What follows belongs to an exercise in optimizing a design on an open flow for small area and a short achievable clock period; a production flow would make more cautious choices. Only simulation tests tie the RTL to the original design; equivalence was not proved. No activity file was given, so power comes from the tool's default toggle rates.

==> run M <==
// windlass_mac
module windlass_mac (
    input  wire        clk,
    input  wire        rst,
    input  wire        in_valid,
    input  wire        in_last,
    input  wire [31:0] in_a,
    input  wire [31:0] in_s,
    output reg         out_valid,
    output reg  [63:0] out_c
);
clock: 11.0 ns
lec_check: 0
cap_margin: 20
core_margin: 2
core_utilization: 55
slew_margin: 20
synth_hierarchical: 1
synth_minimum_keep_size: 0
standard.sh (not shown) runs the stock make flow with config.mk's settings and CLKGATE_MAP_FILE= SYNTH_SCRIPT=/design/flow/synth_recipe.tcl, a recipe that flattens the netlist after the stock synthesis.
==> flow/flow/run.sh <==
#!/bin/bash
# Layout flow: the standard synthesis, unchanged, then the standard ORFS
# steps (floorplan to finish) with different repair settings:
#   - up to and including CTS, timing repair aims at the setup margin in
#     flow/margin.txt, so that the resizer works the design towards a shorter
#     period than the clock's; after CTS (global route onwards) it aims at the
#     margin in flow/margin_route.txt;
#   - extra make variables from flow/args.txt, one per line (resizer and
#     port-buffer options).
# The clock, the SDC and the design are the standard flow's. Each step's full output is
# in orfs/logs/ (ORFS's own logs) and in synth.log / cts.log / layout.log here.
set -uo pipefail
MARGIN=$(cat flow/margin.txt)
MARGIN_ROUTE=$(cat flow/margin_route.txt)
mapfile -t EXTRA < flow/args.txt
bash standard.sh synth > synth.log 2>&1 || exit 1
bash standard.sh SETUP_SLACK_MARGIN=$MARGIN TNS_END_PERCENT=100 "${EXTRA[@]}" cts > cts.log 2>&1 || exit 1
bash standard.sh SETUP_SLACK_MARGIN=$MARGIN_ROUTE TNS_END_PERCENT=100 "${EXTRA[@]}" finish > layout.log 2>&1
==> flow/flow/args.txt <==
MATCH_CELL_FOOTPRINT=0
BUFFER_PORTS_ARGS=-buffer_cell sky130_fd_sc_hd__buf_2
==> flow/flow/margin.txt <==
7.7
==> flow/flow/margin_route.txt <==
0
==> inputs of run R, as changes to run M <==
==> flow/flow/margin.txt (replaced) <==
7.6
- CORE_UTILIZATION: 55 -> 40
- CTS_BUF_LIST: not set -> sky130_fd_sc_hd__clkbuf_8
==> notes <==
In register-to-register slack, run M and run R hardly differ. Of run R and run M, run M has the higher utilization (gap 16 points). Against run R, the global-route usage of run M is higher by 7.9 points. Worst setup slack: run R is lower than run M (0.010 ns). Between run R and run M, the lower critical path depth is in run R (gap 7). Combinational power: run R is lower than run M (about 4.6%). Die area: run M is smaller than run R (about 27%). Run M finished clean. Run R completed with no timing, DRC or antenna violations.
==> figures <==
|  | run R | run M |
|---|---|---|
| Result of the run | timing/DRC/antenna clean | timing/DRC/antenna clean |
| Final HPWL DP | 76.5 mm | 75.9 mm |
| PostCTS Resize Cnt | 335 | 363 |
| Depth of the critical timing path with buffers and inverters included | 6 | 13 |
| Total chip power | 12.8 mW | 13.3 mW |
| Highest routing layer actually used | met5 | met4 |
| Area share of buffers outside the clock network | 4.22% | 4.12% |
| Plain + repair buffers | 195 | 196 |
| Internal portion of total power | 6.81 mW | 7.01 mW |
| Starting Density | 40.3% | 55.6% |
| CLK BUF | 88 | 58 |
| Reg area | 8050 µm² | 8090 µm² |
| Area overhead of the layout relative to synthesis | 9.57% | 8.76% |
| Share of final layout cell area taken by clock buffers and inverters | 4.11% | 4.07% |
| GPL Wtd Cong | 0.887 | 0.928 |
| Overall track demand over capacity in global routing | 22.8% | 30.7% |

========
==> run B: inputs <==
Another version of the RTL of windlass_mac (not shown whole).
==> flow/config.mk <==
export PLATFORM = sky130hd
export DESIGN_NAME = windlass_mac
export DESIGN_NICKNAME = windlass_mac
export VERILOG_FILES = /design/flow/design.v
export SDC_FILE = /design/flow/constraint.sdc
export NUM_CORES = 4
export LEC_CHECK = 0
export CAP_MARGIN = 20
export CORE_MARGIN = 2
export CORE_UTILIZATION = 40
export SLEW_MARGIN = 20
export SYNTH_HIERARCHICAL = 1
export SYNTH_MINIMUM_KEEP_SIZE = 0
==> flow/constraint.sdc <==
create_clock -name core_clock -period 11.0 [get_ports {clk}]
set_input_delay 2.2000 -clock core_clock [delete_from_list [all_inputs] [get_ports {clk}]]
set_output_delay 2.2000 -clock core_clock [all_outputs]
set_load 0.01 [all_outputs]
run.sh (not shown) runs the stock make flow with config.mk's settings and CLKGATE_MAP_FILE= SYNTH_SCRIPT=/design/flow/synth_recipe.tcl, a recipe that flattens the netlist after the stock synthesis.
Stock flow here: none of the scripts above is used.
==> inputs of run D, as changes to run B <==
==> flow/flow/run.sh (new file) <==
#!/bin/bash
# Layout flow: the standard synthesis, unchanged, then the standard ORFS
# steps (floorplan to finish) with timing repair aimed at a setup margin, so
# that the resizer works the design towards a shorter period than the clock's.
# The clock, the SDC and the design are the standard flow's. Each step's full output is in
# orfs/logs/ (ORFS's own logs) and in synth.log / layout.log here.
set -uo pipefail
MARGIN=$(cat flow/margin.txt)
bash standard.sh synth > synth.log 2>&1 || exit 1
bash standard.sh SETUP_SLACK_MARGIN=$MARGIN TNS_END_PERCENT=100 finish > layout.log 2>&1
==> flow/flow/margin.txt (new file) <==
6.8
==> flow/standard.sh (new file) <==
#!/bin/bash
# synth_recipe.tcl (not shown) runs the flow's synth.tcl, then flattens the netlist and writes it again
# the make line also repeats each setting of config.mk as NAME=value (left out here)
make -C /OpenROAD-flow-scripts/flow DESIGN_CONFIG=/design/flow/config.mk WORK_HOME=/design/flow/orfs CLKGATE_MAP_FILE= SYNTH_SCRIPT=/design/flow/synth_recipe.tcl "${@:-finish}"
removed: flow/run.sh
==> qor summary <==
item                                                                                run D                     run B
Launching instance or port of the critical path                                   x2_r[2]                       clr
FF-to-FF Start                                                                    x2_r[2]                       clr
Reg2Reg Depth                                                                           7                        13
Crit path top cell by count                                         sky130_fd_sc_hd__fa_1  sky130_fd_sc_hd__a21oi_1
Post-detailed-route wirelength per cell                                           28.2 µm                   28.0 µm
Number of fill cells in the layout                                                  7,241                     7,272
Final hold slack                                                                 0.422 ns                  0.422 ns
Power spent charging and discharging nets                                         5.83 mW                   5.74 mW
Total Nets Final                                                                    3,612                     3,607
DR vias/cell                                                                         6.11                      6.10
Leakage                                                                           13.4 nW                   13.3 nW
Register area                                                                    6700 µm²                  6640 µm²
Status                                                                     finished clean            finished clean
Post-route clock skew                                                           0.0167 ns                 0.0169 ns
Global-route wire length before repair                                         167,000 µm                167,000 µm
Combinational power share                                                           70.6%                     70.0%
Met2 usage in global routing                                                        41.0%                     41.0%
Synthesis-to-finish area growth                                                     11.8%                     10.9%
Standard cell with the maximum stage delay on the critical path  sky130_fd_sc_hd__dfxtp_2  sky130_fd_sc_hd__a31oi_1
Critical Path Stages                                                                    7                        13
Clock group share of total power                                                    12.2%                     12.4%
Critical path data arrival time                                                   4.66 ns                   5.19 ns

static timing again, ports no longer ideal:
No port has a modelled driver above. Below, the same layouts with a new extraction and two added sets of constraints. Step 1, drivers: a clkbuf_16 drives clk and a buf_2 each remaining input, both assumed. Step 2, shift: input delay + t, output delay - t, t = (earliest + latest rising clock arrival at the registers) / 2. This alone moves slack from input paths to output paths. Slacks: ideal ports / drivers / drivers and shift; pairs: ideal ports / drivers.
run | t, ns | setup slack, ns | worst setup path at the end | latest minus earliest clock arrival (ns) | cell pins on the clock port's net
run M | 0.631 | 7.523 / 7.523 / 7.337 | input to register | 0.023 / 0.024 | 1
run R | 0.712 | 7.513 / 7.513 / 7.358 | input to register | 0.037 / 0.037 | 1
run B | 0.625 | 6.256 / 6.256 / 6.256 | register to register | 0.017 / 0.017 | 1
run D | 0.623 | 6.802 / 6.802 / 6.802 | register to register | 0.018 / 0.017 | 1
After both steps setup and hold are still met in every run listed. The setup slack of run M, which loses most, moves by 0.000 ns with the drivers and by -0.186 ns with both steps.
